Source: an optimization exercise on an open RTL-to-GDS flow (aim: small area, a short achievable clock period and few clock cycles per item). Production flows keep margins and buffers that such runs may drop.
RTL that was checked went through simulation tests only; none was proved equivalent to the original.
Only the layout flow was run in runs 1, 2, 6 and 7; the RTL was not checked for function there.
Power is estimated from default activity; no workload was simulated.

--- flow/minilib.py ---
import re, sys
lib = open(sys.argv[1]).read()
keep = set(sys.argv[3].split(','))
out = []
i = 0
m = re.compile(r'\n\s*cell\s*\(\s*"?([A-Za-z0-9_]+)"?\s*\)\s*\{')
pos = 0
first = m.search(lib)
out.append(lib[:first.start()])
while True:
    mm = m.search(lib, pos)
    if not mm: break
    # find matching brace
    j = mm.end(); depth = 1
    while depth:
        c = lib[j]
        if c == '{': depth += 1
        elif c == '}': depth -= 1
        j += 1
    if mm.group(1) in keep:
        out.append(lib[mm.start():j])
    pos = j
out.append('\n}\n')
open(sys.argv[2], 'w').write(''.join(out))
--- config.mk ---
export PLATFORM = sky130hd
export DESIGN_NAME = fp32_divsqrt
export DESIGN_NICKNAME = fp32_divsqrt
export VERILOG_FILES = /design/flow/design.v
export SDC_FILE = /design/flow/constraint.sdc
export NUM_CORES = 4
export LEC_CHECK = 0
export CAP_MARGIN = 20
export CORE_MARGIN = 2
export CORE_UTILIZATION = 40
export SLEW_MARGIN = 20
--- constraint.sdc ---
create_clock -name core_clock -period 10.0 [get_ports {clk}]
set_input_delay 2.0000 -clock core_clock [delete_from_list [all_inputs] [get_ports {clk}]]
set_output_delay 2.0000 -clock core_clock [all_outputs]
set_load 0.01 [all_outputs]
--- flow/resyn.abc ---
&get -n; &st; &dch; &nf; &st; &dch; &nf; &put; topo; stime -c; buffer -c; upsize -c -D 2500; dnsize -c -D 2500
--- flow/abc.constr ---
set_driving_cell sky130_fd_sc_hd__buf_1
set_load 5
--- flow/run.sh ---
#!/bin/bash
# Own layout flow: the standard synthesis, its combinational logic re-mapped
# for area (registers untouched), then the standard layout steps with timing
# repair aimed below the clock period.
set -euo pipefail
MARGIN=6.75
R=orfs/results/$FLOW_PLATFORM/fp32_divsqrt/base
bash standard.sh synth > synth_standard.log 2>&1
bash flow/resyn.sh $R flow > resyn.log 2>&1
rm -f $R/1_synth.odb $R/1_synth.sdc
bash standard.sh synth > synth_odb.log 2>&1
bash standard.sh SETUP_SLACK_MARGIN=$MARGIN BUFFER_PORTS_ARGS="-buffer_cell sky130_fd_sc_hd__buf_1" CTS_ARGS="-sink_clustering_enable -repair_clock_nets -dont_use_dummy_load -buf_list sky130_fd_sc_hd__clkbuf_8" finish > layout.log 2>&1
--- flow/resyn.sh ---
#!/bin/bash
# Re-map the combinational logic of the standard synthesis netlist for area,
# keeping every register instance (name and cell) as it is.
# usage: resyn.sh results_dir flow_dir
set -euo pipefail
R=$1; F=$2
LIB=$FLOW_HOME/platforms/sky130hd/lib/sky130_fd_sc_hd__tt_025C_1v80.lib
YOSYS=${YOSYS_EXE:-$FLOW_HOME/../tools/install/yosys/bin/yosys}
T=$(pwd)/resyn_tmp; mkdir -p $T
cp $R/1_2_yosys.v $T/in.v
ALL=$(grep -o "sky130_fd_sc_hd__[a-z0-9_]*" $T/in.v | sort -u)
SEQ=$(echo "$ALL" | grep -E "__(df|edf|sdf|dl|sdl|ebuf|conb)" | tr '\n' ',' || true)
COMB=$(echo "$ALL" | grep -v -E "__(df|edf|sdf|dl|sdl|ebuf|conb)" | tr '\n' ',' || true)
python3 $F/minilib.py $LIB $T/comb.lib "$COMB"
python3 $F/minilib.py $LIB $T/seq.lib "$SEQ,sky130_fd_sc_hd__conb_1"
DU=$(sed -n '/DONT_USE_CELLS/,/^$/p' $FLOW_HOME/platforms/sky130hd/config.mk | grep -o "sky130_fd_sc_hd__[a-z0-9_]*" | sed 's/^/-dont_use /' | tr '\n' ' ')
tr ';' '\n' < $F/resyn.abc > $T/area.abc
cat > $T/resyn.ys <<EOS
read_liberty $T/comb.lib
read_liberty -lib $T/seq.lib
read_verilog $T/in.v
hierarchy -top $FLOW_TOP
blackbox $(echo $SEQ | tr ',' ' ') sky130_fd_sc_hd__conb_1
flatten
opt -purge
abc -script $T/area.abc -constr $F/abc.constr -liberty $LIB $DU
opt_clean -purge
hilomap -singleton -hicell sky130_fd_sc_hd__conb_1 HI -locell sky130_fd_sc_hd__conb_1 LO
opt_clean -purge
stat -liberty $LIB
write_verilog -noattr -nohex -nodec $T/out.v
EOS
$YOSYS -q -l $T/resyn.log $T/resyn.ys > /dev/null
cp $R/1_2_yosys.v $R/1_2_yosys_standard.v
cp $T/out.v $R/1_2_yosys.v
--- design.v ---
module fp32_divsqrt (
    input  wire        clk,
    input  wire        rst,
    input  wire        in_valid,
    output wire        in_ready,
    input  wire        in_op,         
    input  wire [31:0] in_a,
    input  wire [31:0] in_b,
    output reg         out_valid,
    output wire [31:0] out_result,
    output wire [3:0]  out_flags      
);
    reg               busy;
    reg               rdy;        
    reg               op_r;
    reg               sign_r;
    reg        [4:0]  cnt;
    reg               first;      
    reg               last;       
    reg        [8:0]  exp_r;      
    reg        [25:1] W;
    reg        [24:0] D;          
    reg        [24:0] Q;
    reg        [3:0]  flg;
    assign in_ready   = rdy;
    assign out_result = {sign_r, exp_r[7:0], Q[22:0]};
    assign out_flags  = flg;
    wire [22:0] fa = in_a[22:0];
    wire [25:0] w_load = !in_op    ? {2'b01, fa, 1'b0} :
                         in_a[23]  ? {2'b00, fa, 1'b0} :
                                     {fa[22], !fa[22], fa[21:0], 2'b00};
    wire [24:0] d_load = in_op ? 25'h0800000 : {in_b[22:0], 2'b00};
    wire [7:0]  eb_in  = in_b[30:23];
    wire [24:0] q_load = {16'd0, eb_in[0], eb_in[1], eb_in[2], eb_in[3],
                          eb_in[4], eb_in[5], eb_in[6], eb_in[7], 1'b1};
    wire [8:0]  e_load = in_op ? {in_a[23], 1'b0, in_a[30:24]} : {1'b0, in_a[30:23]};
    wire [4:0]  c_load = in_op ? 5'd23 : 5'd25;
    wire [26:0] S    = {W[25:1], 2'b00};
    wire [26:0] T    = {1'b0, 1'b1, D};
    wire        ci   = !last | Q[0];
    wire [26:0] a_g  = S & ~T;
    wire [26:0] a_p  = S ^ ~T;
    wire [26:0] bg [0:8];
    wire [26:0] bp [0:8];
    assign bg[0] = {a_g[26:1], a_g[0] | (a_p[0] & ci)};
    assign bp[0] = a_p;
    genvar gk, gj;
    generate for (gk = 0; gk < 8; gk = gk + 1) begin : g_bk
        localparam integer SP = (gk < 4) ? (1 << gk) : (1 << (7 - gk));
        for (gj = 0; gj < 27; gj = gj + 1) begin : g_b
            if ((gk < 4) ? (((gj + 1) % (2 * SP)) == 0)
                         : ((((gj + 1) % (2 * SP)) == SP) && (gj > SP))) begin : g_op
                assign bg[gk+1][gj] = bg[gk][gj] | (bp[gk][gj] & bg[gk][gj-SP]);
                assign bp[gk+1][gj] = bp[gk][gj] & bp[gk][gj-SP];
            end else begin : g_pass
                assign bg[gk+1][gj] = bg[gk][gj];
                assign bp[gk+1][gj] = bp[gk][gj];
            end
        end
    end endgenerate
    wire [27:0] sum  = {bg[8][26], a_p ^ {bg[8][25:0], ci}};
    wire        s    = bg[8][26];
    wire [25:1] w_nx = s ? sum[25:1] : S[25:1];
    wire [25:0] dec  = {25'd0, op_r} << cnt;
    wire [24:0] d_nx = (D & ~dec[24:0]) | ({dec[23:0], 1'b0} & {25{s}}) | dec[25:1];
    wire [4:0]  cnt_nx = cnt - 5'd1 - {4'd0, !op_r && cnt == 5'd15 && Q[9]};
    wire        inc = s;
    wire [22:0] ones;
    assign ones[0] = 1'b1;
    genvar gi;
    generate for (gi = 1; gi < 23; gi = gi + 1) begin : g_ones
        assign ones[gi] = ones[gi-1] & Q[gi-1];
    end endgenerate
    wire        carry  = inc & ones[22] & Q[22];
    wire [22:0] frac_r = Q[22:0] ^ (ones & {23{inc}});
    wire        x_big  = (exp_r >= 9'd384);
    wire        x_383  = (exp_r == 9'd383);
    wire        x_le129 = (exp_r <= 9'd129);
    wire        x_129  = (exp_r == 9'd129);
    wire        clamp  = x_big || x_le129;
    wire        r_ovf  = x_big || (x_383 && carry);
    wire        r_unf  = (x_le129 && !x_129) || (x_129 && !carry);
    wire [7:0]  x_dec  = exp_r[7:0] - 8'd1;
    wire [7:0]  x_inc  = x_dec + {7'd0, carry};
    wire [7:0]  r_exp  = r_ovf ? 8'hFF : r_unf ? 8'h00 : {!x_inc[7], x_inc[6:0]};
    wire [22:0] r_frac = clamp ? 23'd0 : frac_r;
    wire       ea0    = exp_r[8];           
    wire [7:0] eb     = Q[8:1];             
    wire       a_frnz = (|W[23:2]) | ((op_r && !ea0) ? W[25] : W[1]);
    wire       b_frnz = |D[24:2];
    wire       a_zero = (exp_r[7:0] == 8'd0) && !(op_r && ea0);
    wire       b_zero = (eb == 8'd0);
    wire       a_max  = (exp_r[6:0] == 7'h7F) && (op_r ? ea0 : exp_r[7]);
    wire       b_max  = (eb == 8'hFF);
    wire       a_inf  = a_max & !a_frnz;
    wire       b_inf  = b_max & !b_frnz;
    wire       a_nan  = a_max & a_frnz;
    wire       b_nan  = b_max & b_frnz;
    reg        sp_hit;
    reg        sp_nan;      
    reg        sp_inf;      
    reg [3:0]  sp_flg;
    always @(*) begin
        sp_hit = 1'b1;
        sp_nan = 1'b0;
        sp_inf = 1'b0;
        sp_flg = 4'b0000;
        if (!op_r) begin
            if (a_nan || b_nan) begin
                sp_nan = 1'b1;
            end else if ((a_zero && b_zero) || (a_inf && b_inf)) begin
                sp_nan = 1'b1;
                sp_flg = 4'b0100;
            end else if (b_zero) begin
                sp_inf = 1'b1;
                if (!a_inf) sp_flg = 4'b1000;
            end else if (a_inf) begin
                sp_inf = 1'b1;
            end else if (b_inf || a_zero) begin
                sp_inf = 1'b0;
            end else begin
                sp_hit = 1'b0;
            end
        end else begin
            if (a_nan) begin
                sp_nan = 1'b1;
            end else if (a_zero) begin
                sp_inf = 1'b0;
            end else if (sign_r) begin
                sp_nan = 1'b1;
                sp_flg = 4'b0100;
            end else if (a_inf) begin
                sp_inf = 1'b1;
            end else begin
                sp_hit = 1'b0;
            end
        end
    end
    wire sp = first && sp_hit;
    wire       e_ser = (cnt[4:3] == 2'b10);
    wire       e_y   = op_r ? (cnt[4:1] == 4'b1000) : !Q[10];
    wire       e_a   = exp_r[0];
    wire       e_c   = exp_r[8];
    wire       e_s   = e_a ^ e_y ^ e_c;
    wire       e_co  = (e_a & e_y) | (e_a & e_c) | (e_y & e_c);
    always @(posedge clk) begin
        if (rst) begin
            busy      <= 1'b0;
            rdy       <= 1'b1;
            out_valid <= 1'b0;
        end else if (!busy) begin
            busy      <= in_valid;
            rdy       <= !in_valid;
            out_valid <= 1'b0;
        end else begin
            busy      <= !(sp || last);
            rdy       <= sp || last;
            out_valid <= sp || last;
        end
    end
    always @(posedge clk) begin
        flg <= sp ? sp_flg : {2'b00, r_unf, r_ovf};
        if (!busy) begin
            op_r   <= in_op;
            sign_r <= in_a[31] ^ (in_b[31] & !in_op);
            cnt    <= c_load;
            first  <= 1'b1;
            last   <= 1'b0;
            exp_r  <= e_load;
            W      <= w_load[25:1];
            D      <= d_load;
            Q      <= q_load;
        end else begin
            cnt    <= cnt_nx;
            first  <= 1'b0;
            last   <= (cnt_nx == 5'd0);
            W      <= w_nx;
            D      <= d_nx;
            if (sp) begin
                Q[22:0]    <= {sp_nan, 22'd0};
                exp_r[7:0] <= (sp_nan || sp_inf) ? 8'hFF : 8'h00;
                if (sp_nan) sign_r <= 1'b0;
            end else if (last) begin
                Q[22:0]    <= r_frac;
                exp_r[7:0] <= r_exp;
            end else begin
                Q <= {Q[23:0], s};
                if (e_ser)                     exp_r <= {e_co, e_s, exp_r[7:1]};
                else if (cnt == 5'd24)         exp_r[8] <= Q[0];
            end
        end
    end
endmodule
--- standard.sh ---
#!/bin/bash
# synth_recipe.tcl (not shown) runs the flow's synth.tcl, then flattens the netlist and writes it again
# the make line also repeats each setting of config.mk as NAME=value (left out here)
make -C /OpenROAD-flow-scripts/flow DESIGN_CONFIG=/design/flow/config.mk WORK_HOME=/design/flow/orfs CLKGATE_MAP_FILE= SYNTH_SCRIPT=/design/flow/synth_recipe.tcl "${@:-finish}"
==> flow_summary.toml, run 1 <==
[run_status]
status = "timing/DRC/antenna clean"

[pwr]
p_clk_share_pct = 17.0
p_sw_mw = 0.519
p_int_mw = 0.751
p_leak_nw = 2.67
p_comb_share_pct = 40.0
p_total_mw = 1.27
vdd_ir_drop_max_mv = 0.0739
p_seq_share_pct = 43.0
switching_share_pct = 40.9
p_per_area_nw_per_um2 = 174

[timing]
finalCritPeriodShare_pct = 32.0
finalCriticalPeriod_ns = 3.20
fin_worst_skew_ns = 0.0296
tightest_slew_ns = 0.878
fmax_mhz = 313
tns_ns = 0
grt_setup_unrepaired = "true"
setup_viol = 0
finalHoldViolCount = 0
relSlewSlack_pct = 41.4
slew_violations = 0

[route]
viasPerCell = 5.97
vias = 6741
drt-initial-drc-count = 652
drc = 0
ant_nets = 0
drt_first_pass_iters = 5
wl_per_cell_um = 18.2
wl_um = 20500

[cts]
cts_sinks = 98
clk_latency_ns = 0.39
cts_buffers = 9
cts_max_level = 3
cts_root_buf = "clkbuf_8"
cts-hold-fix-buffers = 0
clkTransAtPathRegs_ns = 0.10
cts_tree = "yes"
cts_buffer_depth = 2

[worst_setup_path]
r2r_setup_slack_ns = 6.83
cp-end-kind = "flop"
crit_path_start_kind = "input port"
startpoint = "in_op"
crit-reg2reg-launch = "W[7]"
r2r_end = "exp_r[5]"
crit_path_end = "exp_r[6]"
r2r_cells = 12
required_ns = 10.19
crit_arrival_ns = 3.39
worstPathMaxFanout = 10
worstSetupPathType = "input port to flop"

[synth]
synth_area_um2 = 6200
yosysWarnings = 1
syn_inst = 839
syn-num-nets = 907
synth_area_per_cell_um2 = 7.39

[floorplanning]
ios = 106
die_area_um2 = 16500
core_area_um2 = 15200
row_count = 45
start_util_pct = 40.8
chipHeight_um = 129
dieWidth_um = 129

[global_route]
grt_max_degree = 75
grt_pass1_wl_um = 31800
grt_pass1_vias = 6001
antenna_found_initial = 0
grt_overflow = 0
track_usage_pct = 24.3

[final_layout]
fin_nets = 1011
fin_area_um2 = 7300
synthToLayoutAreaGrowth_pct = 17.6
final_core_util_pct = 48.0
post_route_cells_drive_above_1_share_pct = 13.2
n_antenna_cell = 0

[run]
drv_cap = 0

[placement]
placed_area_um2 = 6710
dp_hpwl_um = 14100
port-buffer-count = 105
place.gp.congestion = 0.876

[worst_hold_path]
hp-class = "flop to flop"
-- registers in the layout, indices dropped and copies added, names as in the netlist --
| signal | cells |
|---|---|
| rdy | 1 |
| cnt | 5 |
| exp_r | 9 |
| W | 25 |
| sign_r | 1 |
| last | 1 |
| busy | 1 |
| flg | 4 |
| out_result | 15 |
| out_valid | 1 |
| D | 25 |
| first | 1 |
| op_r | 1 |
| eb | 8 |
-- metal layers --
metal | vias to the layer above | global-route usage [%] | share of wire [%]
met5 | - | 0 | 0
met4 | 0 | 7.42 | 1.7
met1 | 3188 | 35.5 | 47
met3 | 23 | 3.33 | 6.5
met2 | 230 | 37.3 | 44
li1 | 3300 | - | -
-- worst min path at each step --
stage / start / to / slack (ns) / cells after the start
floorplan: D[0] / D[0] / 0.47 / 2
global placement: out_result[14] / out_result[15] / 0.48 / 2
detailed placement: out_result[14] / out_result[15] / 0.48 / 2
CTS: out_result[12] / out_result[13] / 0.50 / 2
global route: out_result[14] / out_result[15] / 0.52 / 2
finish: out_result[12] / out_result[13] / 0.49 / 2
-- layout by cell type, fill, tap and decap left out, drive strengths merged, types with 7 or more instances in the layout --
master	count
o31ai	12
nor3	16
and3	9
a22oi	9
nor4	14
o21ai	88
a31oi	19
a21o	7
nand4	10
o221ai	13
buf	140
nor2	96
inv	23
or3	9
dfxtp	87
o22ai	16
nand2	103
nand3	25
clkbuf	9
and2	8
xnor2	26
nor2b	20
xor2	12
nand2b	20
a21oi	60
edfxtp	11
maj3	7
o32ai	8
o311ai	8
-- area by class of cell --
| cell class | instances | area (µm²) |
|---|---|---|
| fill | 1594 | 7910 |
| multi-input combinational | 671 | 4070 |
| sequential | 98 | 2130 |
| timing repair buffer | 140 | 657 |
| tap | 188 | 235 |
| clock buffer | 9 | 124 |
| inverter | 23 | 86.3 |
-- worst max-delay path: stages --
cell and delay [ns]:
buf_1 0.35, inv_1 0.24, nor2_2 0.46, a22oi_1 0.18
o311ai_1 0.16
-- power by group through the flow --
| stage | logic, mW | registers (mW) | clock network, mW |
|---|---|---|---|
| 3_5_place_dp | 0.437 | 0.548 | 0 |
| 3_3_place_gp | 0.436 | 0.547 | 0 |
| 5_1_grt | 0.562 | 0.554 | 0.231 |
| 4_1_cts | 0.476 | 0.541 | 0.219 |
| 6_report | 0.508 | 0.545 | 0.216 |
| 2_1_floorplan | 0.337 | 0.517 | 0 |
-- per-stage QoR --
| step | worst slack [ns] | hold WS, ns | instances |
|---|---|---|---|
| after global routing | 6.68 | 0.524 | 1129 |
| after CTS | 6.71 | 0.499 | 1117 |
| after floorplan | 6.84 | 0.474 | 839 |
| after detailed placement | 5.94 | 0.482 | 1090 |
| after global placement | 5.96 | 0.480 | 1090 |
| final | 6.80 | 0.492 | 1129 |
-- repair_timing --
action,4_1_cts,5_1_grt
endpoints found under the hold margin,0,0
setup endpoints to repair,43,51
resized for setup,45,37
setup buffers,17,12
pin swaps,16,15
gates cloned,1,0
==> inputs of run 2 (changes only) <==
--- a/design.v
+++ b/design.v
@@ -11,7 +11,6 @@
     output wire [3:0]  out_flags      
 );
     reg               busy;
-    reg               rdy;        
     reg               op_r;
     reg               sign_r;
     reg        [4:0]  cnt;
@@ -22,21 +21,22 @@
     reg        [24:0] D;          
     reg        [24:0] Q;
     reg        [3:0]  flg;
-    assign in_ready   = rdy;
+    assign in_ready   = !busy;
     assign out_result = {sign_r, exp_r[7:0], Q[22:0]};
     assign out_flags  = flg;
     wire [22:0] fa = in_a[22:0];
     wire [25:0] w_load = !in_op    ? {2'b01, fa, 1'b0} :
                          in_a[23]  ? {2'b00, fa, 1'b0} :
                                      {fa[22], !fa[22], fa[21:0], 2'b00};
-    wire [24:0] d_load = in_op ? 25'h0800000 : {in_b[22:0], 2'b00};
+    wire [24:0] d_load = in_op ? 25'd0 : {in_b[22:0], 2'b00};
     wire [7:0]  eb_in  = in_b[30:23];
     wire [24:0] q_load = {16'd0, eb_in[0], eb_in[1], eb_in[2], eb_in[3],
                           eb_in[4], eb_in[5], eb_in[6], eb_in[7], 1'b1};
     wire [8:0]  e_load = in_op ? {in_a[23], 1'b0, in_a[30:24]} : {1'b0, in_a[30:23]};
     wire [4:0]  c_load = in_op ? 5'd23 : 5'd25;
     wire [26:0] S    = {W[25:1], 2'b00};
-    wire [26:0] T    = {1'b0, 1'b1, D};
+    wire [25:0] dec  = {25'd0, op_r} << cnt;
+    wire [26:0] T    = {1'b0, 1'b1, D | dec[24:0]};
     wire        ci   = !last | Q[0];
     wire [26:0] a_g  = S & ~T;
     wire [26:0] a_p  = S ^ ~T;
@@ -61,8 +61,7 @@
     wire [27:0] sum  = {bg[8][26], a_p ^ {bg[8][25:0], ci}};
     wire        s    = bg[8][26];
     wire [25:1] w_nx = s ? sum[25:1] : S[25:1];
-    wire [25:0] dec  = {25'd0, op_r} << cnt;
-    wire [24:0] d_nx = (D & ~dec[24:0]) | ({dec[23:0], 1'b0} & {25{s}}) | dec[25:1];
+    wire [24:0] d_nx = D | ({dec[23:0], 1'b0} & {25{s}});
     wire [4:0]  cnt_nx = cnt - 5'd1 - {4'd0, !op_r && cnt == 5'd15 && Q[9]};
     wire        inc = s;
     wire [22:0] ones;
@@ -146,15 +145,12 @@
     always @(posedge clk) begin
         if (rst) begin
             busy      <= 1'b0;
-            rdy       <= 1'b1;
             out_valid <= 1'b0;
         end else if (!busy) begin
             busy      <= in_valid;
-            rdy       <= !in_valid;
             out_valid <= 1'b0;
         end else begin
             busy      <= !(sp || last);
-            rdy       <= sp || last;
             out_valid <= sp || last;
         end
     end
--- a/config.mk
+++ b/config.mk
@@ -8,4 +8,5 @@
 export CAP_MARGIN = 20
 export CORE_MARGIN = 2
 export CORE_UTILIZATION = 40
+export PLACE_DENSITY = 0.5
 export SLEW_MARGIN = 20
==> flow_summary.toml, run 2 <==
[global_route]
grt_pass1_vias = 6625
grt_max_degree = 34
grt_overflow = 0
track_usage_pct = 27.9
grt_pass1_wl_um = 35400
antenna_found_initial = 1

[floorplanning]
row_count = 45
core_area_um2 = 15100
die_area_um2 = 16300
chipHeight_um = 128
dieWidth_um = 128
ios = 106
start_util_pct = 40.7

[final_layout]
fin_nets = 998
final_common_cell = "buf_1"
n_antenna_cell = 0
largest_reg_flops = 25
synthToLayoutAreaGrowth_pct = 26.6
mostFrequentLayoutCells = "buf_1 (104), nor2_1 (96), o21ai_0 (86), nand2_1 (84), dfxtp_1 (78)"
fillers = 1486
multi_input_area_um2 = 4270
regMostFlops = "W"
final-seq-area_um2 = 2060
post_route_cells_drive_above_1_share_pct = 16.9
fin_cells = 1116

[worst_setup_path]
r2r_setup_slack_ns = 6.22
worstSetupPathType = "flop to flop"
crit_arrival_ns = 3.98
cp.buffers_inverters = 3
worst_path_max_delay_cell = "o41a_1"
r2r_end = "exp_r[2]"
cp-end-kind = "flop"
crit_path_frequent_cell = "buf_6"
crit_path_start_kind = "flop"
r2r_cells = 15
crit_family = "compound AO/OA/AOI/OAI gates"
worstPathMaxFanout = 6
crit_chain = "buf_6, buf_6, and4b_4, a21oi_4, xnor2_2, o41a_1, a21boi_4, o211ai_4, a311oi_4, nand4_2, or3_4, a21oi_4, buf_6, a21oi_1, o311ai_1"
required_ns = 10.19
crit-reg2reg-launch = "op_r"
slowest_delay_ns = 0.48

[run_status]
status = "timing/DRC/antenna clean"

[pwr]
p_per_area_nw_per_um2 = 177
p_leak_nw = 2.81
p_sw_mw = 0.574
switching_share_pct = 41.7
p_int_mw = 0.803
vdd_ir_drop_max_mv = 0.0917
p_seq_share_pct = 39.2
p_clk_share_pct = 15.7
p_comb_share_pct = 45.1

[route]
drc = 0
drt_first_pass_iters = 5
vias = 6873
wl_per_cell_um = 20.5
wl_um = 22900
ant_nets = 0
drt-initial-drc-count = 479
viasPerCell = 6.16

[timing]
finalHoldViolCount = 0
post-route-worst-setup-slack_ns = 6.22
grt_setup_unrepaired = "true"
setup_viol = 0
relSlewSlack_pct = 39.5
fin_worst_skew_ns = 0.0315
finalCriticalPeriod_ns = 3.78
tns_ns = 0
tightest_slew_ns = 0.908
fmax_mhz = 264
slew_violations = 0
finalCritPeriodShare_pct = 37.8

[placement]
port-buffer-count = 105
post-place-ws_ns = 5.44
place.gp.congestion = 0.870
dp_cells = 1058
dp_hpwl_um = 15100

[cts]
clk_latency_ns = 0.40
clkTransAtPathRegs_ns = 0.11
cts-hold-fix-buffers = 0
cts_buffers = 9
cts_max_level = 3
cts_sinks = 96
cts_root_buf = "clkbuf_8"
cts_buffer_depth = 2
cts_tree = "yes"

[synth]
synth_area_um2 = 6130
syn_inst = 812
yosysWarnings = 1
synth_area_per_cell_um2 = 7.55
syn-num-nets = 880

[worst_hold_path]
hp-class = "flop to flop"
min_path_cells = 2
worstHoldStart = "out_result[13]"
hold_path_end = "out_result[14]"

[run]
drv_cap = 0
## run 2: cell types whose count changed in the layout (fill, tap and decap cells not counted), moves of 10 or more
cell,before,now
o221ai_1,13,1
a21oi_1,57,44
nor2b_1,17,6
dfxtp_2,20,1
a21oi_4,1,11
dfxtp_1,59,78
a31oi_1,17,29
nand2_1,101,84
## run 2: worst reg2reg max path: stages, from the launching register on
cell      delay (ns)
edfxtp_1        0.41
buf_6           0.16
buf_6           0.11
and4b_4         0.22
a21oi_4         0.20
xnor2_2         0.11
o41a_1          0.48
a21boi_4        0.24
o211ai_4        0.12
a311oi_4        0.35
nand4_2         0.15
or3_4           0.37
a21oi_4         0.20
buf_6           0.15
a21oi_1         0.06
o311ai_1        0.27
## run 2: timing repair
| item | CTS | global route |
|---|---|---|
| resized for setup | 82 | 34 |
| gates cloned | 5 | 0 |
| buffers inserted | 35 | 9 |
| pin swaps | 24 | 16 |
| endpoints found under the setup margin | 91 | 91 |
## run 2: worst max-delay path by stage
| stage | end | slack (ns) | depth (start not counted) | start |
|---|---|---|---|---|
| after global placement | exp_r[7] | 5.53 | 13 | op_r |
| after floorplan | exp_r[4] | 6.39 | 14 | op_r |
| final | exp_r[2] | 6.22 | 15 | op_r |
| after CTS | exp_r[6] | 6.19 | 14 | op_r |
| after detailed placement | exp_r[0] | 5.44 | 13 | op_r |
| after global routing | exp_r[2] | 6.05 | 16 | op_r |
## run 2: per-stage QoR
step	power (mW)	utilization (%)	hold slack [ns]	instance area [µm²]
detailed placement	1.02	44.3	0.472	6680
finish	1.38	51.5	0.500	7770
global route	1.45	51.5	0.511	7770
floorplan	0.878	-	0.457	6240
global placement	1.02	44.3	0.472	6680
CTS	1.34	49.9	0.500	7530
## run 2: final cells by class
type                            instances  share of cell area (%)
Timing Repair Buffer                  162                    13.3
Sequential cell                        96                    26.5
Tap cell                              188                    3.03
Clock buffer                            9                    1.59
Inverter                               14                   0.725
Multi-Input combinational cell        647                    54.9
## run 2: power by group through the flow
stage	registers, mW	clock network, mW	logic (mW)
after floorplan	0.508	0	0.370
after global placement	0.541	0	0.478
after detailed placement	0.542	0	0.480
after CTS	0.536	0.221	0.586
after global routing	0.547	0.234	0.672
final	0.539	0.217	0.621
## run 2: routing by layer
metal  vias up  global-route usage (%)  part of all wire [%]
li1       3221                       -                     -
met2       278                    49.2                    50
met1      3321                    34.3                    41
met3        53                    3.05                   6.0
met4         0                    12.2                   3.5
met5         -                       0                     0
==> inputs of run 3 (changes only) <==
--- a/design.v
+++ b/design.v
@@ -28,15 +28,14 @@
     wire [25:0] w_load = !in_op    ? {2'b01, fa, 1'b0} :
                          in_a[23]  ? {2'b00, fa, 1'b0} :
                                      {fa[22], !fa[22], fa[21:0], 2'b00};
-    wire [24:0] d_load = in_op ? 25'd0 : {in_b[22:0], 2'b00};
+    wire [24:0] d_load = in_op ? 25'h0800000 : {in_b[22:0], 2'b00};
     wire [7:0]  eb_in  = in_b[30:23];
     wire [24:0] q_load = {16'd0, eb_in[0], eb_in[1], eb_in[2], eb_in[3],
                           eb_in[4], eb_in[5], eb_in[6], eb_in[7], 1'b1};
     wire [8:0]  e_load = in_op ? {in_a[23], 1'b0, in_a[30:24]} : {1'b0, in_a[30:23]};
     wire [4:0]  c_load = in_op ? 5'd23 : 5'd25;
     wire [26:0] S    = {W[25:1], 2'b00};
-    wire [25:0] dec  = {25'd0, op_r} << cnt;
-    wire [26:0] T    = {1'b0, 1'b1, D | dec[24:0]};
+    wire [26:0] T    = {1'b0, 1'b1, D};
     wire        ci   = !last | Q[0];
     wire [26:0] a_g  = S & ~T;
     wire [26:0] a_p  = S ^ ~T;
@@ -61,7 +60,8 @@
     wire [27:0] sum  = {bg[8][26], a_p ^ {bg[8][25:0], ci}};
     wire        s    = bg[8][26];
     wire [25:1] w_nx = s ? sum[25:1] : S[25:1];
-    wire [24:0] d_nx = D | ({dec[23:0], 1'b0} & {25{s}});
+    wire [25:0] dec  = {25'd0, op_r} << cnt;
+    wire [24:0] d_nx = (D & ~dec[24:0]) | ({dec[23:0], 1'b0} & {25{s}}) | dec[25:1];
     wire [4:0]  cnt_nx = cnt - 5'd1 - {4'd0, !op_r && cnt == 5'd15 && Q[9]};
     wire        inc = s;
     wire [22:0] ones;
--- a/flow/run.sh
+++ b/flow/run.sh
@@ -9,4 +9,4 @@
 bash flow/resyn.sh $R flow > resyn.log 2>&1
 rm -f $R/1_synth.odb $R/1_synth.sdc
 bash standard.sh synth > synth_odb.log 2>&1
-bash standard.sh SETUP_SLACK_MARGIN=$MARGIN BUFFER_PORTS_ARGS="-buffer_cell sky130_fd_sc_hd__buf_1" CTS_ARGS="-sink_clustering_enable -repair_clock_nets -dont_use_dummy_load -buf_list sky130_fd_sc_hd__clkbuf_8" finish > layout.log 2>&1
+bash standard.sh SETUP_SLACK_MARGIN=$MARGIN BUFFER_PORTS_ARGS="-buffer_cell sky130_fd_sc_hd__buf_1" CTS_ARGS="-sink_clustering_enable -repair_clock_nets -dont_use_dummy_load -buf_list sky130_fd_sc_hd__clkbuf_8 -sink_clustering_size 25" finish > layout.log 2>&1
==> flow_summary.toml, run 3 <==
[run_status]
status = "timing/DRC/antenna clean"

[timing]
finalCritPeriodShare_pct = 31.3
grt_setup_unrepaired = "true"
relSlewSlack_pct = 51.1
tightest_slew_ns = 0.734
hold_ws_ns = 0.476
setup_viol = 0
fin_worst_skew_ns = 0.0361
tns_ns = 0
finalHoldViolCount = 0
fmax_mhz = 320
slew_violations = 0
finalCriticalPeriod_ns = 3.13

[cts]
cts_max_level = 3
cts_buffers = 9
cts_root_buf = "clkbuf_8"
cts_buffer_depth = 2
clkTransAtPathRegs_ns = 0.11
cts_tree = "yes"
cts_sinks = 97
clk_latency_ns = 0.40

[worst_setup_path]
crit_path_start_kind = "flop"
slowest_delay_ns = 0.54
worst_path_max_delay_cell = "dfxtp_1"
cp-end-kind = "primary output"
crit_chain = "buf_1"
worstPathMaxFanout = 7
worstSetupPathType = "flop to primary output"
required_ns = 8.00
cp.buffers_inverters = 1
crit_family = "flip-flops"
crit_arrival_ns = 1.13

[placement]
dp_cells = 1023
place.gp.congestion = 0.902
port-buffer-count = 105
dp_hpwl_um = 14700

[floorplanning]
start_util_pct = 41.1
chipHeight_um = 127
dieWidth_um = 127
core_area_um2 = 14600
row_count = 44
die_area_um2 = 16100
ios = 106

[final_layout]
final_common_cell = "buf_1"
fin_nets = 931
post_route_cells_drive_above_1_share_pct = 8.13
fillers = 1513
n_antenna_cell = 0
mostFrequentLayoutCells = "buf_1 (105), o21ai_0 (91), dfxtp_1 (77), nand2_1 (75), a21oi_1 (71)"
fin_cells = 1045
synthToLayoutAreaGrowth_pct = 15.6
final_core_util_pct = 47.5

[global_route]
grt_max_degree = 52
antenna_found_initial = 0
grt_overflow = 0
grt_pass1_vias = 5934
grt_pass1_wl_um = 32700
track_usage_pct = 25.8

[route]
drt_first_pass_iters = 4
vias = 6258
viasPerCell = 5.99
wl_per_cell_um = 19.9
drc = 0
drt-initial-drc-count = 458
wl_um = 20800
ant_nets = 0

[synth]
synth_area_per_cell_um2 = 7.82
syn_inst = 770
synth_area_um2 = 6020
syn-num-nets = 838
yosysWarnings = 1

[pwr]
vdd_ir_drop_max_mv = 0.0710
p_leak_nw = 2.41
p_per_area_nw_per_um2 = 178

[run]
drv_cap = 0

[worst_hold_path]
hp-class = "flop to flop"
## run 3: power by group
group,total (mW),internal [mW],leakage [nW],switching [mW]
Clock,0.215,0.0811,0.0647,0.134
Combinational,0.486,0.207,1.51,0.279
Sequential,0.536,0.448,0.836,0.0875
Total,1.24,0.737,2.41,0.500
## run 3: cell type report
| class | count | area [µm²] | area share, % |
|---|---|---|---|
| Clock buffer | 9 | 124 | 1.78 |
| Inverter | 20 | 75.1 | 1.08 |
| Multi-Input combinational cell | 612 | 3880 | 55.7 |
| Sequential cell | 97 | 2080 | 29.8 |
| Tap cell | 184 | 230 | 3.31 |
| Timing Repair Buffer | 123 | 579 | 8.32 |
## run 3: path summary, 6_finish.rpt
kind | start | to | slack, ns | cells past startpoint
worst min-delay path | out_result[14] | out_result[15] | 0.48 | 2
worst max-delay path | out_result[9] | out_result[9] | 6.87 | 1
worst max register to register | W[12] | out_result[14] | 6.89 | 13
worst min register to register | out_result[14] | out_result[15] | 0.48 | 2
## run 3: what timing repair did
action | CTS | global route
pin swaps | 2 | 7
resized for setup | 15 | 28
setup buffers | 2 | 10
setup endpoints to repair | 34 | 55
hold buffers | 0 | 0
gates cloned | 0 | 1
## run 3: stage by stage
stage / worst slack [ns] / power, mW / area [µm²]
after global placement: 6.38 / 0.962 / 6530
after floorplan: 7.07 / 0.839 / 6020
final: 6.87 / 1.24 / 6960
after global routing: 6.69 / 1.32 / 6960
after detailed placement: 6.30 / 0.967 / 6530
after CTS: 6.64 / 1.19 / 6750
## run 3: routing by layer
metal | part of all wire [%] | wire length [µm] | global-route usage, %
met1 | 45 | 9420 | 33.9
met2 | 46 | 9600 | 42.1
met3 | 5.4 | 1120 | 5.06
met4 | 3.3 | 682 | 9.95
met5 | 0 | 0 | 0
## run 3: worst reg2reg max path: cells and delay by family, from the launching register on
family                 cells  cell delay [ns]
AND/OR/NAND/NOR            7             1.51
AO/OA/AOI/OAI              4             0.80
flip-flops                 1             0.38
XOR/XNOR                   1             0.21
buffers and inverters      1             0.19
Testbench counts of run 3, summed over its fixed seeds: cycles 62,573, ops 2,400.
==> inputs of run 4 (changes only) <==
--- a/flow/run.sh
+++ b/flow/run.sh
@@ -9,4 +9,4 @@
 bash flow/resyn.sh $R flow > resyn.log 2>&1
 rm -f $R/1_synth.odb $R/1_synth.sdc
 bash standard.sh synth > synth_odb.log 2>&1
-bash standard.sh SETUP_SLACK_MARGIN=$MARGIN BUFFER_PORTS_ARGS="-buffer_cell sky130_fd_sc_hd__buf_1" CTS_ARGS="-sink_clustering_enable -repair_clock_nets -dont_use_dummy_load -buf_list sky130_fd_sc_hd__clkbuf_8 -sink_clustering_size 25" finish > layout.log 2>&1
+bash standard.sh SETUP_SLACK_MARGIN=$MARGIN BUFFER_PORTS_ARGS="-buffer_cell sky130_fd_sc_hd__buf_1" CTS_ARGS="-sink_clustering_enable -repair_clock_nets -dont_use_dummy_load -buf_list sky130_fd_sc_hd__clkbuf_16 -sink_clustering_size 25" finish > layout.log 2>&1
==> flow_summary.toml, run 4 <==
[cts]
cts_tree = "yes"
cts_buffer_depth = 2
clk_latency_ns = 0.36
clkTransAtPathRegs_ns = 0.08
cts_sinks = 97
cts_buffers = 9
cts_max_level = 3
cts_root_buf = "clkbuf_16"

[global_route]
grt_pass1_vias = 5938
track_usage_pct = 26.0
grt_max_degree = 52
grt_overflow = 0
antenna_found_initial = 0
grt_pass1_wl_um = 32800

[synth]
synth_area_per_cell_um2 = 7.82
syn-num-nets = 838
syn_inst = 770
yosysWarnings = 1
synth_area_um2 = 6020

[floorplanning]
dieWidth_um = 127
chipHeight_um = 127
core_area_um2 = 14600
ios = 106
row_count = 44
start_util_pct = 41.1
die_area_um2 = 16100

[worst_setup_path]
r2r_cells = 12
cp.buffers_inverters = 1
crit_path_start_kind = "flop"
required_ns = 8.00
r2r_setup_slack_ns = 6.86
r2r_end = "eb[7]"
crit_family = "flip-flops"
path_depth = 1
crit_chain = "buf_1"
crit_arrival_ns = 1.17
cp-end-kind = "primary output"
crit_path_end = "out_result[23]"
crit-reg2reg-launch = "last"
worstSetupPathType = "flop to primary output"
worstPathMaxFanout = 10
slowest_delay_ns = 0.62
startpoint = "exp_r[0]"
worst_path_max_delay_cell = "edfxtp_1"

[route]
drt-initial-drc-count = 460
wl_per_cell_um = 20.0
ant_nets = 0
viasPerCell = 6.01
wl_um = 20800
vias = 6266
drt_first_pass_iters = 5
drc = 0

[timing]
fin_worst_skew_ns = 0.0246
grt_setup_unrepaired = "true"
setup_viol = 0
relSlewSlack_pct = 49.2
fmax_mhz = 315
finalCritPeriodShare_pct = 31.7
tns_ns = 0
hold_ws_ns = 0.477
slew_violations = 0
finalCriticalPeriod_ns = 3.17
tightest_slew_ns = 0.762
finalHoldViolCount = 0

[pwr]
p_total_mw = 1.32
vdd_ir_drop_max_mv = 0.0952
p_per_area_nw_per_um2 = 187
p_leak_nw = 2.44

[final_layout]
synthToLayoutAreaGrowth_pct = 17.0
final_common_cell = "buf_1"
fin_nets = 929
fillers = 1491
n_antenna_cell = 0
post_route_cells_drive_above_1_share_pct = 8.15
mostFrequentLayoutCells = "buf_1 (105), o21ai_0 (91), nand2_1 (77), dfxtp_1 (75), a21oi_1 (70)"

[placement]
port-buffer-count = 105
place.gp.congestion = 0.902
dp_hpwl_um = 14700

[worst_hold_path]
hp-class = "flop to flop"

[run_status]
status = "timing/DRC/antenna clean"

[run]
drv_cap = 0
==> run 4: repair_timing <==
action	CTS	global route
gates cloned	0	1
hold buffers	0	0
gates resized for setup	15	30
setup endpoints to repair	34	54
setup buffers	2	8
pin swaps	2	12
==> run 4: per-stage QoR <==
| stage | worst slack (ns) | std cells | util (%) | area, µm² |
|---|---|---|---|---|
| after floorplan | 7.07 | 770 | - | 6020 |
| after global placement | 6.38 | 1023 | 44.6 | 6530 |
| after detailed placement | 6.30 | 1023 | 44.6 | 6530 |
| after CTS | 6.69 | 1034 | 46.8 | 6850 |
| after global routing | 6.67 | 1043 | 48.1 | 7050 |
| final | 6.83 | 1043 | 48.1 | 7050 |
==> run 4: routing by layer <==
| layer | track usage [%] | vias to the layer above | wire, µm |
|---|---|---|---|
| met1 | 34.1 | 2993 | 9500 |
| met2 | 42.3 | 191 | 9570 |
| met4 | 9.95 | 0 | 661 |
| met3 | 5.19 | 39 | 1120 |
| li1 | - | 3043 | - |
| met5 | 0 | - | 0 |
==> run 4: cell type report <==
class	count	area, µm²	share of cell area [%]
tap	184	230	3.27
inverter	20	75.1	1.06
multi-input combinational	612	3870	54.9
timing repair buffer	121	564	8.00
sequential	97	2080	29.6
clock buffer	9	225	3.19
==> run 4: worst register-to-register path, delay by kind of cell, from the launching register on <==
kind / cells / cell delay, ns
DFF: 1 / 0.46
AOI/OAI and AO/OA: 6 / 1.34
and+or+nand+nor: 6 / 1.25
==> run 4: power breakdown <==
group / total (mW) / internal, mW / leakage, nW / switching, mW
combinational: 0.479 / 0.205 / 1.49 / 0.275
sequential: 0.539 / 0.449 / 0.836 / 0.0896
clock: 0.302 / 0.159 / 0.111 / 0.143
total: 1.32 / 0.813 / 2.44 / 0.507
==> run 4: worst min path at each step <==
stage,slack (ns),end,start,cells after the start
after global placement,0.48,out_result[15],out_result[14],2
after global routing,0.49,out_result[15],out_result[14],2
after detailed placement,0.48,out_result[15],out_result[14],2
after CTS,0.48,out_result[15],out_result[14],2
after floorplan,0.46,flg[1],first,1
final,0.48,out_result[15],out_result[14],2
==> inputs of run 5 (changes only) <==
--- a/flow/run.sh
+++ b/flow/run.sh
@@ -9,4 +9,4 @@
 bash flow/resyn.sh $R flow > resyn.log 2>&1
 rm -f $R/1_synth.odb $R/1_synth.sdc
 bash standard.sh synth > synth_odb.log 2>&1
-bash standard.sh SETUP_SLACK_MARGIN=$MARGIN BUFFER_PORTS_ARGS="-buffer_cell sky130_fd_sc_hd__buf_1" CTS_ARGS="-sink_clustering_enable -repair_clock_nets -dont_use_dummy_load -buf_list sky130_fd_sc_hd__clkbuf_16 -sink_clustering_size 25" finish > layout.log 2>&1
+bash standard.sh SETUP_SLACK_MARGIN=$MARGIN BUFFER_PORTS_ARGS="-buffer_cell sky130_fd_sc_hd__buf_1" CTS_ARGS="-sink_clustering_enable -repair_clock_nets -dont_use_dummy_load -root_buf sky130_fd_sc_hd__clkbuf_16 -buf_list sky130_fd_sc_hd__clkbuf_8" finish > layout.log 2>&1
==> flow_summary.toml, run 5 <==
[cts]
cts_max_level = 3
clkTransAtPathRegs_ns = 0.08
cts_buffer_depth = 2
cts_root_buf = "clkbuf_16"
cts_buffers = 9
cts_tree = "yes"
clk_latency_ns = 0.36
cts_sinks = 97
cts-hold-fix-buffers = 0

[route]
wl_um = 20800
vias = 6266
drt_first_pass_iters = 5
drt-initial-drc-count = 460
ant_nets = 0
drc = 0
viasPerCell = 6.01
wl_per_cell_um = 20.0

[synth]
syn_inst = 770
syn-num-nets = 838
synth_area_per_cell_um2 = 7.82
yosysWarnings = 1
synth_area_um2 = 6020

[floorplanning]
die_area_um2 = 16100
dieWidth_um = 127
chipHeight_um = 127
start_util_pct = 41.1
core_area_um2 = 14600
row_count = 44
ios = 106

[pwr]
p_seq_share_pct = 40.8
switching_share_pct = 38.4
p_clk_share_pct = 22.9
p_per_area_nw_per_um2 = 187
p_comb_share_pct = 36.3
vdd_ir_drop_max_mv = 0.0952
p_sw_mw = 0.507
p_int_mw = 0.813
p_leak_nw = 2.44

[final_layout]
fillers = 1491
n_antenna_cell = 0
mostFrequentLayoutCells = "buf_1 (105), o21ai_0 (91), nand2_1 (77), dfxtp_1 (75), a21oi_1 (70)"
post_route_cells_drive_above_1_share_pct = 8.15
final_common_cell = "buf_1"
fin_nets = 929
synthToLayoutAreaGrowth_pct = 17.0
final_core_util_pct = 48.1

[timing]
slew_violations = 0
tns_ns = 0
grt_setup_unrepaired = "true"
relSlewSlack_pct = 49.2
finalCriticalPeriod_ns = 3.17
setup_viol = 0
post-route-worst-setup-slack_ns = 6.83
fin_worst_skew_ns = 0.0246
finalCritPeriodShare_pct = 31.7
finalHoldViolCount = 0
fmax_mhz = 315
tightest_slew_ns = 0.762

[worst_setup_path]
r2r_end = "eb[7]"
crit_chain = "buf_1"
r2r_cells = 12
crit_path_start_kind = "flop"
cp.buffers_inverters = 1
cp-end-kind = "primary output"
r2r_setup_slack_ns = 6.86
crit_arrival_ns = 1.17
worst_path_max_delay_cell = "edfxtp_1"
worstPathMaxFanout = 10
slowest_delay_ns = 0.62
crit_family = "flip-flops"
required_ns = 8.00
crit-reg2reg-launch = "last"
worstSetupPathType = "flop to primary output"

[global_route]
grt_pass1_wl_um = 32800
use_met2_pct = 42.3
grtUsageMet1_pct = 34.1
grt_overflow = 0
track_usage_pct = 26.0
antenna_found_initial = 0
grt_busiest_layer = "met2"
met3_usage_pct = 5.19
grt_pass1_vias = 5938
grt_max_degree = 52

[worst_hold_path]
min_path_cells = 2
hold_path_end = "out_result[15]"
hp-class = "flop to flop"
worstHoldStart = "out_result[14]"

[placement]
post-place-ws_ns = 6.30
port-buffer-count = 105
place.gp.congestion = 0.902
dp_hpwl_um = 14700

[run]
drv_cap = 0

[run_status]
status = "timing/DRC/antenna clean"
[run 5: cell counts in the layout (fill, tap and decap cells not counted)]
No cell type changed its count.
[run 5: layer usage]
| metal | part of all wire [%] | up-vias |
|---|---|---|
| li1 | - | 3043 |
| met3 | 5.4 | 39 |
| met2 | 46 | 191 |
| met4 | 3.2 | 0 |
| met5 | 0 | - |
| met1 | 46 | 2993 |
[run 5: stage by stage]
stage                     power (mW)  hold slack [ns]  std cells  instance area, µm²
after floorplan                0.839            0.459        770                6020
after global placement         0.962            0.476       1023                6530
after detailed placement       0.967            0.478       1023                6530
after CTS                       1.28            0.475       1034                6850
after global routing            1.40            0.490       1043                7050
final                           1.32            0.477       1043                7050
[run 5: power groups by stage]
stage / registers (mW) / clock network (mW) / logic, mW
2_1_floorplan: 0.508 / 0 / 0.331
3_3_place_gp: 0.546 / 0 / 0.416
3_5_place_dp: 0.547 / 0 / 0.420
4_1_cts: 0.537 / 0.309 / 0.437
5_1_grt: 0.549 / 0.326 / 0.530
6_report: 0.539 / 0.302 / 0.479
[run 5: tightest hold or removal path, stage by stage, from the launching register on]
cell,delay (ns)
dfxtp_1,0.34
nand2_1,0.07
nand2_1,0.04
[run 5: final cells by class]
| type | instances | area (µm²) | area share, % |
|---|---|---|---|
| multi-input cells | 612 | 3870 | 54.9 |
| flip-flops and latches | 97 | 2080 | 29.6 |
| repair buffers | 121 | 564 | 8.00 |
| well taps | 184 | 230 | 3.27 |
| clock buffers | 9 | 225 | 3.19 |
| inverters | 20 | 75.1 | 1.06 |
[run 5: timing repair]
action	CTS	global route
cloned	0	1
setup buffers	2	8
pin swaps	2	12
resized for setup	15	30
endpoints found under the setup margin	34	54
[run 5: worst max-delay path by stage]
stage / startpoint / end / slack, ns / cells past startpoint
floorplan: in_op / W[15] / 7.07 / 4
global placement: last / exp_r[4] / 6.38 / 12
detailed placement: last / exp_r[7] / 6.30 / 12
CTS: busy / in_ready / 6.69 / 2
global route: exp_r[3] / exp_r[2] / 6.67 / 10
finish: exp_r[0] / out_result[23] / 6.83 / 1
==> inputs of run 6 (changes only) <==
--- a/design.v
+++ b/design.v
@@ -19,7 +19,7 @@
     reg        [8:0]  exp_r;      
     reg        [25:1] W;
     reg        [24:0] D;          
-    reg        [24:0] Q;
+    reg        [22:0] Q;
     reg        [3:0]  flg;
     assign in_ready   = !busy;
     assign out_result = {sign_r, exp_r[7:0], Q[22:0]};
@@ -71,7 +71,6 @@
         assign ones[gi] = ones[gi-1] & Q[gi-1];
     end endgenerate
     wire        carry  = inc & ones[22] & Q[22];
-    wire [22:0] frac_r = Q[22:0] ^ (ones & {23{inc}});
     wire        x_big  = (exp_r >= 9'd384);
     wire        x_383  = (exp_r == 9'd383);
     wire        x_le129 = (exp_r <= 9'd129);
@@ -82,7 +81,6 @@
     wire [7:0]  x_dec  = exp_r[7:0] - 8'd1;
     wire [7:0]  x_inc  = x_dec + {7'd0, carry};
     wire [7:0]  r_exp  = r_ovf ? 8'hFF : r_unf ? 8'h00 : {!x_inc[7], x_inc[6:0]};
-    wire [22:0] r_frac = clamp ? 23'd0 : frac_r;
     wire       ea0    = exp_r[8];           
     wire [7:0] eb     = Q[8:1];             
     wire       a_frnz = (|W[23:2]) | ((op_r && !ea0) ? W[25] : W[1]);
@@ -154,6 +152,11 @@
             out_valid <= sp || last;
         end
     end
+    wire [22:0] q_sh = {Q[21:0], 1'b0};
+    wire [22:0] q_fx = !busy ? q_load[22:0] : {sp_nan, 22'd0};
+    wire [22:0] q_s0 = (!busy || sp) ? q_fx : last ? (Q & ~{23{clamp}})          : q_sh;
+    wire [22:0] q_s1 = (!busy || sp) ? q_fx : last ? ((Q ^ ones) & ~{23{clamp}}) : (q_sh | 23'd1);
+    always @(posedge clk) Q <= s ? q_s1 : q_s0;
     always @(posedge clk) begin
         flg <= sp ? sp_flg : {2'b00, r_unf, r_ovf};
         if (!busy) begin
@@ -165,7 +168,6 @@
             exp_r  <= e_load;
             W      <= w_load[25:1];
             D      <= d_load;
-            Q      <= q_load;
         end else begin
             cnt    <= cnt_nx;
             first  <= 1'b0;
@@ -173,14 +175,11 @@
             W      <= w_nx;
             D      <= d_nx;
             if (sp) begin
-                Q[22:0]    <= {sp_nan, 22'd0};
                 exp_r[7:0] <= (sp_nan || sp_inf) ? 8'hFF : 8'h00;
                 if (sp_nan) sign_r <= 1'b0;
             end else if (last) begin
-                Q[22:0]    <= r_frac;
                 exp_r[7:0] <= r_exp;
             end else begin
-                Q <= {Q[23:0], s};
                 if (e_ser)                     exp_r <= {e_co, e_s, exp_r[7:1]};
                 else if (cnt == 5'd24)         exp_r[8] <= Q[0];
             end
--- a/flow/run.sh
+++ b/flow/run.sh
@@ -9,4 +9,4 @@
 bash flow/resyn.sh $R flow > resyn.log 2>&1
 rm -f $R/1_synth.odb $R/1_synth.sdc
 bash standard.sh synth > synth_odb.log 2>&1
-bash standard.sh SETUP_SLACK_MARGIN=$MARGIN BUFFER_PORTS_ARGS="-buffer_cell sky130_fd_sc_hd__buf_1" CTS_ARGS="-sink_clustering_enable -repair_clock_nets -dont_use_dummy_load -root_buf sky130_fd_sc_hd__clkbuf_16 -buf_list sky130_fd_sc_hd__clkbuf_8" finish > layout.log 2>&1
+bash standard.sh SETUP_SLACK_MARGIN=$MARGIN BUFFER_PORTS_ARGS="-buffer_cell sky130_fd_sc_hd__buf_1" CTS_ARGS="-sink_clustering_enable -repair_clock_nets -dont_use_dummy_load -buf_list sky130_fd_sc_hd__clkbuf_8" finish > layout.log 2>&1
==> flow_summary.toml, run 6 <==
[worst_setup_path]
r2r_cells = 13
crit_path_frequent_cell = "or4_4"
crit_arrival_ns = 3.43
r2r_setup_slack_ns = 6.70
path_depth = 13
cp-end-kind = "flop"
required_ns = 10.14
crit_chain = "nor2b_4, o41ai_4, o221ai_2, a31o_4, a211oi_4, o211ai_2, a21oi_4, a41oi_4, nor4b_4, or4_4, or4_4, a31oi_1, a211o_1"
cp.buffers_inverters = 0
crit_family = "compound AO/OA/AOI/OAI gates"
worstPathMaxFanout = 6
slowest_delay_ns = 0.40
crit_path_start_kind = "flop"
worst_path_max_delay_cell = "nor4b_4"
worstSetupPathType = "flop to flop"

[final_layout]
fillers = 1555
final_common_cell = "nand2_1"
post_route_cells_drive_above_1_share_pct = 15.2
mostFrequentLayoutCells = "nand2_1 (118), buf_1 (105), a21oi_1 (81), nor2_1 (70), dfxtp_1 (69)"
n_antenna_cell = 0
synthToLayoutAreaGrowth_pct = 22.9
fin_nets = 1015

[route]
drt_first_pass_iters = 5
wl_um = 21300
vias = 6681
wl_per_cell_um = 18.8
drt-initial-drc-count = 388
ant_nets = 0
drc = 0
viasPerCell = 5.90

[timing]
fin_worst_skew_ns = 0.0365
tightest_slew_ns = 0.899
finalCritPeriodShare_pct = 33.0
relSlewSlack_pct = 40.0
hold_ws_ns = 0.470
slew_violations = 0
finalHoldViolCount = 0
finalCriticalPeriod_ns = 3.30
tns_ns = 0
grt_setup_unrepaired = "true"
fmax_mhz = 303
setup_viol = 0

[synth]
yosysWarnings = 1
synth_area_um2 = 6170
syn_inst = 824
synth_area_per_cell_um2 = 7.49
syn-num-nets = 892

[pwr]
vdd_ir_drop_max_mv = 0.0938
p_per_area_nw_per_um2 = 176
p_leak_nw = 2.75

[global_route]
grt_overflow = 0
antenna_found_initial = 0
grt_pass1_wl_um = 32900
track_usage_pct = 25.5
grt_pass1_vias = 6070
grt_max_degree = 72

[run]
drv_cap = 0

[floorplanning]
die_area_um2 = 16400
ios = 106
core_area_um2 = 15100
dieWidth_um = 128
row_count = 45
start_util_pct = 40.8
chipHeight_um = 128

[cts]
clkTransAtPathRegs_ns = 0.10
cts_buffers = 9
cts_max_level = 3
cts_sinks = 97
cts_root_buf = "clkbuf_8"
cts_buffer_depth = 2
clk_latency_ns = 0.39
cts-hold-fix-buffers = 0
cts_tree = "yes"

[placement]
dp_hpwl_um = 14900
place.gp.congestion = 0.866
port-buffer-count = 105

[run_status]
status = "timing/DRC/antenna clean"

[worst_hold_path]
min_path_cells = 2
hp-class = "flop to flop"
run 6: worst paths after layout:
kind	from	end
max	D[2]	exp_r[5]
min	first	flg[3]
min reg2reg	first	flg[3]
max reg2reg	D[2]	exp_r[5]
run 6: area by class of cell:
| cell class | instances | area (µm²) | share of cell area [%] |
|---|---|---|---|
| sequential | 97 | 2090 | 27.6 |
| inverter | 12 | 48.8 | 0.643 |
| tap | 188 | 235 | 3.10 |
| clock buffer | 9 | 124 | 1.63 |
| multi-input combinational | 673 | 4240 | 55.9 |
| timing repair buffer | 154 | 848 | 11.2 |
run 6: routing by layer:
layer  up-vias  global-route usage [%]  share of wire [%]
met5         -                       0                  0
met4         0                    8.21                1.8
met3        31                    3.67                5.9
met2       213                    38.5                 44
met1      3169                    37.2                 48
li1       3268                       -                  -
run 6: stage by stage:
stage	cells	setup slack (ns)	power [mW]	cell area [µm²]	utilization, %
after CTS	1115	6.62	1.27	7180	47.4
after global placement	1083	6.45	0.979	6710	44.3
after floorplan	824	6.76	0.850	6170	-
after global routing	1133	6.54	1.41	7580	50.1
final	1133	6.70	1.34	7580	50.1
after detailed placement	1083	6.40	0.983	6710	44.3
run 6: what timing repair did:
item                                   4_1_cts  5_1_grt
pin swaps                                   20       33
cloned                                       1        1
endpoints found under the hold margin        0        0
setup endpoints to repair                   45       66
buffers inserted                            22       17
gates resized for setup                     55       65
run 6: tightest hold or removal path, cell delays in order, from the launching register on:
cell and delay, ns:
dfxtp_1 0.31, nand2_1 0.07, nor3_1 0.06
run 6: where the power goes:
part,internal (mW),total (mW),switching [mW]
clock network,0.0812,0.219,0.137
logic,0.265,0.571,0.307
registers,0.451,0.548,0.0965
==> inputs of run 7 (changes only) <==
--- a/design.v
+++ b/design.v
@@ -19,7 +19,7 @@
     reg        [8:0]  exp_r;      
     reg        [25:1] W;
     reg        [24:0] D;          
-    reg        [22:0] Q;
+    reg        [24:0] Q;
     reg        [3:0]  flg;
     assign in_ready   = !busy;
     assign out_result = {sign_r, exp_r[7:0], Q[22:0]};
@@ -71,16 +71,24 @@
         assign ones[gi] = ones[gi-1] & Q[gi-1];
     end endgenerate
     wire        carry  = inc & ones[22] & Q[22];
+    wire [22:0] frac_r = Q[22:0] ^ (ones & {23{inc}});
     wire        x_big  = (exp_r >= 9'd384);
     wire        x_383  = (exp_r == 9'd383);
     wire        x_le129 = (exp_r <= 9'd129);
     wire        x_129  = (exp_r == 9'd129);
     wire        clamp  = x_big || x_le129;
-    wire        r_ovf  = x_big || (x_383 && carry);
-    wire        r_unf  = (x_le129 && !x_129) || (x_129 && !carry);
     wire [7:0]  x_dec  = exp_r[7:0] - 8'd1;
-    wire [7:0]  x_inc  = x_dec + {7'd0, carry};
-    wire [7:0]  r_exp  = r_ovf ? 8'hFF : r_unf ? 8'h00 : {!x_inc[7], x_inc[6:0]};
+    wire [7:0]  x_inc  = x_dec + 8'd1;
+    wire        ovf0   = x_big;
+    wire        ovf1   = x_big || x_383;
+    wire        unf0   = x_le129;
+    wire        unf1   = x_le129 && !x_129;
+    wire [7:0]  e0     = ovf0 ? 8'hFF : unf0 ? 8'h00 : {!x_dec[7], x_dec[6:0]};
+    wire [7:0]  e1     = ovf1 ? 8'hFF : unf1 ? 8'h00 : {!x_inc[7], x_inc[6:0]};
+    wire        r_ovf  = carry ? ovf1 : ovf0;
+    wire        r_unf  = carry ? unf1 : unf0;
+    wire [7:0]  r_exp  = carry ? e1 : e0;
+    wire [22:0] r_frac = clamp ? 23'd0 : frac_r;
     wire       ea0    = exp_r[8];           
     wire [7:0] eb     = Q[8:1];             
     wire       a_frnz = (|W[23:2]) | ((op_r && !ea0) ? W[25] : W[1]);
@@ -152,11 +160,6 @@
             out_valid <= sp || last;
         end
     end
-    wire [22:0] q_sh = {Q[21:0], 1'b0};
-    wire [22:0] q_fx = !busy ? q_load[22:0] : {sp_nan, 22'd0};
-    wire [22:0] q_s0 = (!busy || sp) ? q_fx : last ? (Q & ~{23{clamp}})          : q_sh;
-    wire [22:0] q_s1 = (!busy || sp) ? q_fx : last ? ((Q ^ ones) & ~{23{clamp}}) : (q_sh | 23'd1);
-    always @(posedge clk) Q <= s ? q_s1 : q_s0;
     always @(posedge clk) begin
         flg <= sp ? sp_flg : {2'b00, r_unf, r_ovf};
         if (!busy) begin
@@ -168,6 +171,7 @@
             exp_r  <= e_load;
             W      <= w_load[25:1];
             D      <= d_load;
+            Q      <= q_load;
         end else begin
             cnt    <= cnt_nx;
             first  <= 1'b0;
@@ -175,11 +179,14 @@
             W      <= w_nx;
             D      <= d_nx;
             if (sp) begin
+                Q[22:0]    <= {sp_nan, 22'd0};
                 exp_r[7:0] <= (sp_nan || sp_inf) ? 8'hFF : 8'h00;
                 if (sp_nan) sign_r <= 1'b0;
             end else if (last) begin
+                Q[22:0]    <= r_frac;
                 exp_r[7:0] <= r_exp;
             end else begin
+                Q <= {Q[23:0], s};
                 if (e_ser)                     exp_r <= {e_co, e_s, exp_r[7:1]};
                 else if (cnt == 5'd24)         exp_r[8] <= Q[0];
             end
==> flow/run.sh (replaced) <==
#!/bin/bash
# Own layout flow: the standard synthesis, its combinational logic re-mapped
# for area (registers untouched), then the standard layout steps with timing
# repair aimed below the clock period.
set -euo pipefail
MARGIN=6.5
R=orfs/results/$FLOW_PLATFORM/fp32_divsqrt/base
bash standard.sh synth > synth_standard.log 2>&1
bash flow/resyn.sh $R flow > resyn.log 2>&1
rm -f $R/1_synth.odb $R/1_synth.sdc
bash standard.sh synth > synth_odb.log 2>&1
bash standard.sh SETUP_SLACK_MARGIN=$MARGIN BUFFER_PORTS_ARGS="-buffer_cell sky130_fd_sc_hd__buf_1" finish > layout.log 2>&1
==> flow/resyn.abc (replaced) <==
&get -n; &st; &dch; &nf; &put; topo; stime -c; buffer -c; upsize -c -D 2500; dnsize -c -D 2500
--- a/config.mk
+++ b/config.mk
@@ -8,5 +8,4 @@
 export CAP_MARGIN = 20
 export CORE_MARGIN = 2
 export CORE_UTILIZATION = 40
-export PLACE_DENSITY = 0.5
 export SLEW_MARGIN = 20
==> flow_summary.toml, run 7 <==
[run_status]
status = "timing/DRC/antenna clean"

[final_layout]
synthToLayoutAreaGrowth_pct = 13.1
final_core_util_pct = 46.2
final-seq-area_um2 = 2050
multi_input_area_um2 = 4190
post_route_cells_drive_above_1_share_pct = 4.90
fin_cells = 1175
mostFrequentLayoutCells = "nand2_1 (130), buf_1 (105), o21ai_0 (104), dfxtp_1 (85), a21oi_1 (75)"
n_antenna_cell = 0
fin_nets = 1023
fillers = 1648
final_common_cell = "nand2_1"

[route]
drc = 0
wl_per_cell_um = 17.3
drt-initial-drc-count = 634
wl_um = 20400
vias = 6715
drt_first_pass_iters = 5
ant_nets = 0
viasPerCell = 5.71

[timing]
finalCritPeriodShare_pct = 33.4
slew_violations = 0
hold_ws_ns = 0.490
finalCriticalPeriod_ns = 3.34
finalHoldViolCount = 0
fmax_mhz = 300
setup_viol = 0
tns_ns = 0
fin_worst_skew_ns = 0.00802
grt_setup_unrepaired = "true"
tightest_slew_ns = 1.13
relSlewSlack_pct = 24.6

[worst_setup_path]
r2r_cells = 11
crit_path_start_kind = "flop"
worstPathMaxFanout = 8
required_ns = 10.12
crit_arrival_ns = 3.46
worstSetupPathType = "flop to flop"
crit-reg2reg-launch = "D[21]"
startpoint = "D[21]"
cp-end-kind = "flop"

[floorplanning]
core_area_um2 = 15800
start_util_pct = 40.8
dieWidth_um = 131
die_area_um2 = 17200
ios = 106
chipHeight_um = 131
row_count = 46

[pwr]
p_comb_share_pct = 33.5
p_sw_mw = 0.528
p_per_area_nw_per_um2 = 182
p_int_mw = 0.799
switching_share_pct = 39.8
vdd_ir_drop_max_mv = 0.0950
p_total_mw = 1.33
p_leak_nw = 2.61
p_clk_share_pct = 26.0
p_seq_share_pct = 40.4

[global_route]
grt_overflow = 0
grt_max_degree = 88
track_usage_pct = 23.6
grt_pass1_vias = 6101
antenna_found_initial = 0
grt_pass1_wl_um = 32900

[placement]
place.gp.congestion = 0.913
port-buffer-count = 105
dp_cells = 1160
dp_hpwl_um = 14900

[synth]
yosysWarnings = 1
synth_area_per_cell_um2 = 7.32
syn-num-nets = 951
synth_area_um2 = 6460
syn_inst = 883

[cts]
cts_max_level = 3
cts_tree = "yes"
cts_buffers = 9
cts_setup_buffers = 0
clk_latency_ns = 0.36
cts_root_buf = "clkbuf_16"
cts_sinks = 97
cts_buffer_depth = 2
clkTransAtPathRegs_ns = 0.07

[worst_hold_path]
hp-class = "flop to flop"
worstHoldStart = "out_result[20]"
min_path_cells = 2

[run]
drv_cap = 0
-- run 7: changes by cell type in the layout (fill, tap and decap cells not counted), sizes merged, moves of 10 or more --
cell and delta:
o22ai -10, nand2 +11, o21ai +43, o211ai +11, buf -40, a22oi -10, o31ai -10, nand2b -12
a21oi -12, xor2 +18, o221ai +10
-- run 7: layer usage --
| metal | vias to the layer above | GRT usage [%] | part of all wire, % |
|---|---|---|---|
| met2 | 246 | 35.4 | 43 |
| met5 | - | 0 | 0 |
| met4 | 0 | 8.39 | 2.0 |
| met1 | 3107 | 34.5 | 49 |
| li1 | 3338 | - | - |
| met3 | 24 | 3.40 | 6.2 |
-- run 7: power groups by stage --
stage	sequential, mW	clock [mW]	combinational [mW]
after floorplan	0.505	0	0.344
after global placement	0.543	0	0.437
after detailed placement	0.542	0	0.434
after CTS	0.535	0.348	0.437
after global routing	0.547	0.358	0.502
final	0.536	0.346	0.445
-- run 7: stage by stage --
stage,worst slack (ns),cell area (µm²)
finish,6.66,7310
CTS,6.67,7280
global route,6.47,7310
global placement,6.37,7000
detailed placement,6.39,7000
floorplan,6.99,6460
-- run 7: critical path, cell delays in order (launching register included) --
cell and delay, ns:
dfxtp_1 0.51, xor2_1 0.13, or4_4 0.55, o21bai_1 0.19
a32oi_2 0.27, nor3_2 0.12, a31oi_4 0.29, nand4_4 0.22
nand2b_4 0.24, o211ai_1 0.18, a21oi_1 0.12, a221o_1 0.26
-- run 7: final timing paths --
kind,to,slack [ns]
max,exp_r[7],6.66
min,out_result[21],0.49
max reg2reg,exp_r[7],6.66
min reg2reg,out_result[21],0.49
-- run 7: area by class of cell --
cell class / instances / share of cell area (%)
clock buffers: 10 / 3.42
clock inverters: 5 / 0.411
inverters: 19 / 0.976
multi-input cells: 716 / 57.2
flip-flops and latches: 97 / 28.1
well taps: 216 / 3.70
repair buffers: 112 / 6.16
-- run 7: what timing repair did --
| action | CTS | global route |
|---|---|---|
| endpoints found under the setup margin | 5 | 17 |
| hold buffers | 0 | 0 |
| resized for setup | 1 | 7 |

-- separate check: timing with driven ports --
In the flow no input, the clock included, has a driving cell. The finished layouts below were timed again as built, in two steps. Step 1 sets driving cells, clkbuf_16 on the clock port and buf_2 on the other inputs (assumed; they add their load-dependent delay and slew). Step 2 times the ports against the registers' clock, not the clock port: input delays grow and output delays shrink by t, the midpoint of the rising clock arrivals with the driver on. Three values: ideal ports, drivers, drivers and shift; two values: the first two.
run	t, ns	setup slack, ns	hold WS [ns]
run 1	0.417	6.802 / 6.769 / 6.393	0.492 / 0.492 / 0.492
run 2	0.425	6.216 / 6.216 / 6.216	0.500 / 0.500 / 0.500
run 3	0.420	6.871 / 6.832 / 6.568	0.476 / 0.476 / 0.476
run 4	0.395	6.825 / 6.781 / 6.570	0.477 / 0.477 / 0.477
run 5	0.395	6.825 / 6.781 / 6.570	0.477 / 0.477 / 0.477
run 6	0.415	6.703 / 6.703 / 6.569	0.470 / 0.470 / 0.470
run 7	0.401	6.663 / 6.663 / 6.660	0.490 / 0.490 / 0.490
After both steps every run listed still meets setup and hold. For run 1, which loses most, drivers alone change the setup slack by -0.033 ns; drivers and shift together by -0.409 ns.
